Context: an optimization exercise on an open-source flow, tuned for small area, a short achievable clock period and few clock cycles. The choices shown serve that exercise and are no tape-out recipe. Function was checked by simulation only, so behaviour that the tests miss may differ from the original. Power figures rest on the tool's default switching activity, not on a simulated workload.

== build 76 ==
==> flow/design.v (excerpt) <==
module stats_reducer (
    input  wire         clk,
    input  wire         rst,           
    input  wire         in_valid,
    output wire         in_ready,
    input  wire         in_commit,     
    input  wire [39:0]  in_word,
    input  wire [31:0]  in_idx,        
    input  wire [31:0]  in_tick,       
    input  wire         cfg_en,        
    input  wire         cfg_align,     
    input  wire         cfg_tap,       
    input  wire [8:0]   cfg_ch,        
    input  wire [23:0]  cfg_w_m1,      
    output wire         out_valid,
    input  wire         out_ready,
    output wire [359:0] out_pkt
);
Size in the first run: about 1,300 flip-flops, about 510 I/O pins.
Settings: LEC_CHECK=0, ABC_CLOCK_PERIOD_IN_PS=5000, CAP_MARGIN=20, CORE_MARGIN=2, CORE_UTILIZATION=40, PLACE_DENSITY=0.6, SETUP_SLACK_MARGIN=5, SLEW_MARGIN=20; clock period 13.5 ns.
run.sh (not shown) runs the stock make flow with config.mk's settings and CLKGATE_MAP_FILE= SYNTH_SCRIPT=/design/flow/synth_recipe.tcl, a recipe that flattens the netlist after the stock synthesis.
Having completed the whole flow, build 76 delivered a layout that passed the timing, design-rule and antenna checks.
Testbench counts of build 76, summed over its fixed seeds: cycles 290,970.
#### Input delta (build 26 over build 76)
diff --git a/flow/config.mk b/flow/config.mk
--- a/flow/config.mk
+++ b/flow/config.mk
@@ -6,9 +6,7 @@
 export NUM_CORES = 4
 export LEC_CHECK = 0
-export ABC_CLOCK_PERIOD_IN_PS = 5000
 export CAP_MARGIN = 20
 export CORE_MARGIN = 2
 export CORE_UTILIZATION = 40
 export PLACE_DENSITY = 0.6
-export SETUP_SLACK_MARGIN = 5
 export SLEW_MARGIN = 20
==> comparison <==
In build 26 the final worst setup slack turned out 3.50 ns lower than in build 76.
The slew at the pin closest to its max-slew limit of build 26 falls short of that of build 76 by 0.026 ns.
Status: worst hold slack across all endpoints parity (build 76, build 26)
Largest net degree at the start of global routing, build 26 and build 76: smaller value in build 76
The insertion delay of the later-clocked pin in the worst-skew pair was comparable across build 26 and build 76.

========
Setup of purple:
stats_reducer, a different RTL version from the one above (not shown whole).
Size in the first run: about 12000 cells after synthesis, ~1400 flip-flops, ~510 I/O pins, roughly 110000 sq um of cells after synthesis.
## stats_reducer
module stats_reducer (
    input  wire         clk,
    input  wire         rst,           
    input  wire         in_valid,
    output wire         in_ready,
    input  wire         in_commit,     
    input  wire [39:0]  in_word,
    input  wire [31:0]  in_idx,        
    input  wire [31:0]  in_tick,       
    input  wire         cfg_en,        
    input  wire         cfg_align,     
    input  wire         cfg_tap,       
    input  wire [8:0]   cfg_ch,        
    input  wire [23:0]  cfg_w_m1,      
    output wire         out_valid,
    input  wire         out_ready,
    output wire [359:0] out_pkt
);
export LEC_CHECK = 0
export ABC_CLOCK_PERIOD_IN_PS = 4000
export CAP_MARGIN = 20
export CORE_MARGIN = 2
export CORE_UTILIZATION = 40
export PLACE_DENSITY = 0.6
export SLEW_MARGIN = 20
create_clock -name core_clock -period 13.5 [get_ports {clk}]
standard.sh (not shown) runs the stock make flow with config.mk's settings and CLKGATE_MAP_FILE= SYNTH_SCRIPT=/design/flow/synth_recipe.tcl, a recipe that flattens the netlist after the stock synthesis.
==> flow/flow/run.sh <==
#!/bin/bash
# Own layout flow: the standard synthesis unchanged, then the standard layout
# steps with timing repair aimed at a larger setup margin, so that the period
# the layout achieves is shorter than the clock period. Each step's output is
# kept in a log file of its own in this folder.
set -euo pipefail
MARGIN=$(cat flow/margin.txt)
bash standard.sh synth > synth.log 2>&1
bash standard.sh SETUP_SLACK_MARGIN=$MARGIN finish > layout.log 2>&1
==> flow/flow/margin.txt <==
8
purple | status: complete | timing, DRC, antenna: pass
Testbench counts of purple, summed over its fixed seeds: cycles 281,670.
Input changes introduced in orange (baseline for comparison: purple):
- changing PLACE_DENSITY from 0.6 to 0.7
- changing CORE_UTILIZATION from 40 to 55
### Flow results
- Both conditions hold for orange: the flow ran to the end and the final layout passed the timing, design-rule and antenna checks.
- Against purple, orange comes in about 1.4% lower on final standard cell area without fillers.
- The total clock buffers created by CTS of orange is lower than that of purple.
- Minimum period implied by the final worst setup slack on orange is up relative to purple.
- Going from purple to orange, leakage power figure saw a decrease; power saw a decrease; total stage count of the critical path saw an increase.

========
Setup of lane 1:
Another version of the RTL of stats_reducer (not shown whole).
Size: about 12000 cells after synthesis, roughly 1400 flip-flops, about 0.11 mm² of cells after synthesis.
export LEC_CHECK = 0
export ABC_CLOCK_PERIOD_IN_PS = 4000
export CAP_MARGIN = 20
export CORE_MARGIN = 2
export CORE_UTILIZATION = 40
export PLACE_DENSITY = 0.6
export SLEW_MARGIN = 20
create_clock -name core_clock -period 13.5 [get_ports {clk}]
Scripts as last shown in full above: flow/flow/run.sh, flow/flow/margin.txt
Lane 1 closes out successfully: all stages finished, all timing, DRC and antenna checks passed.
Testbench counts of lane 1, summed over its fixed seeds: cycles 278,964.
## Diff of input files: lane 2 against lane 1
Settings: CORE_UTILIZATION now 55, was 40; PLACE_DENSITY now 0.7, was 0.6.
==> comparison <==
Per the comparison of lane 2 with lane 1, core utilization went up by 16 points, sum of routed wire length over all layers decreased about 5%. Count of clock-net buffers in the final layout in lane 2 is 23 below lane 1. Between lane 1 and lane 2, the number of unique standard cell types used by synthesis figures differ only marginally. Number of global-route vias before repair (lane 2 vs. lane 1) decreases slightly. [lane 2] post-route total power fell 4.7% relative to lane 1. Lane 1 and lane 2 ended up with nearly the same share of final layout cell area taken by non-clock buffers. When lane 2 is set beside lane 1, its finished layout cell area turns out to be about 1.8% smaller. Against lane 1 as the reference, lane 2 delivers a lower setup slack.

========
== old ==
Another version of the RTL of stats_reducer (not shown whole).
Size: about 12,000 cells after synthesis, roughly 1,400 flip-flops, about 510 I/O pins, about 110,000 sq um of cells after synthesis.
Settings: LEC_CHECK=0, ABC_CLOCK_PERIOD_IN_PS=4000, CAP_MARGIN=20, CORE_MARGIN=2, CORE_UTILIZATION=55, PLACE_DENSITY=0.7, SLEW_MARGIN=20; clock period 13.5 ns.
==> flow/flow/margin.txt <==
7.8
Scripts as last shown in full above: flow/flow/run.sh
old finished all stages; layout check result: FAIL, due to max-capacitance violations, max-slew violations.
Testbench counts of old, summed over its fixed seeds: cycles 278,964.
Relative to old, the following input files were edited for new:
==> flow/flow/margin.txt <==
8
Notes after the runs:
new has completed all stages; timing, DRC and antenna checks passed.
Of the two values seen for first element of the critical path, u_eng.r_t[14] was produced by new and u_eng.r_t[23] by old.
new gives less highest cell delay on the worst timing path than old did.
There was hardly any difference in power consumption between new and old.
Lower number of cells on the critical path among new and old: new

## static timing again, ports no longer ideal
How much do the figures lean on ideal ports? The routed layouts below were timed once more, with nothing changed but the port constraints. Step 1, drivers: a clkbuf_16 drives clk and a buf_2 each remaining input, both assumed. Step 2 times the ports against the registers' clock, not the clock port: input delays grow and output delays shrink by t, the midpoint of the rising clock arrivals with the driver on. Three values: no drivers, after step 1, after step 2; two values: the first two.
run	t (ns)	setup WS [ns]	worst hold slack (ns)	worst slew at a driven data input, ns
build 76	0.929	4.856 / 4.856 / 4.379	0.412 / 0.412 / 0.412	0.12
build 26	0.931	1.358 / 1.358 / 1.358	0.415 / 0.415 / 0.415	0.10
purple	0.918	7.905 / 7.905 / 7.209	0.416 / 0.416 / 0.416	0.09
orange	0.932	7.888 / 7.888 / 7.109	0.398 / 0.398 / 0.398	0.09
lane 1	0.958	8.000 / 8.000 / 7.254	0.412 / 0.412 / 0.412	0.17
lane 2	0.905	7.995 / 7.995 / 7.427	0.414 / 0.414 / 0.414	0.09
old	0.936	7.559 / 7.559 / 7.553	0.414 / 0.414 / 0.414	0.08
new	0.941	7.628 / 7.628 / 7.609	0.414 / 0.414 / 0.414	0.08
The setup slack of orange, which loses most, moves by 0.000 ns with the drivers and by -0.779 ns with both steps.
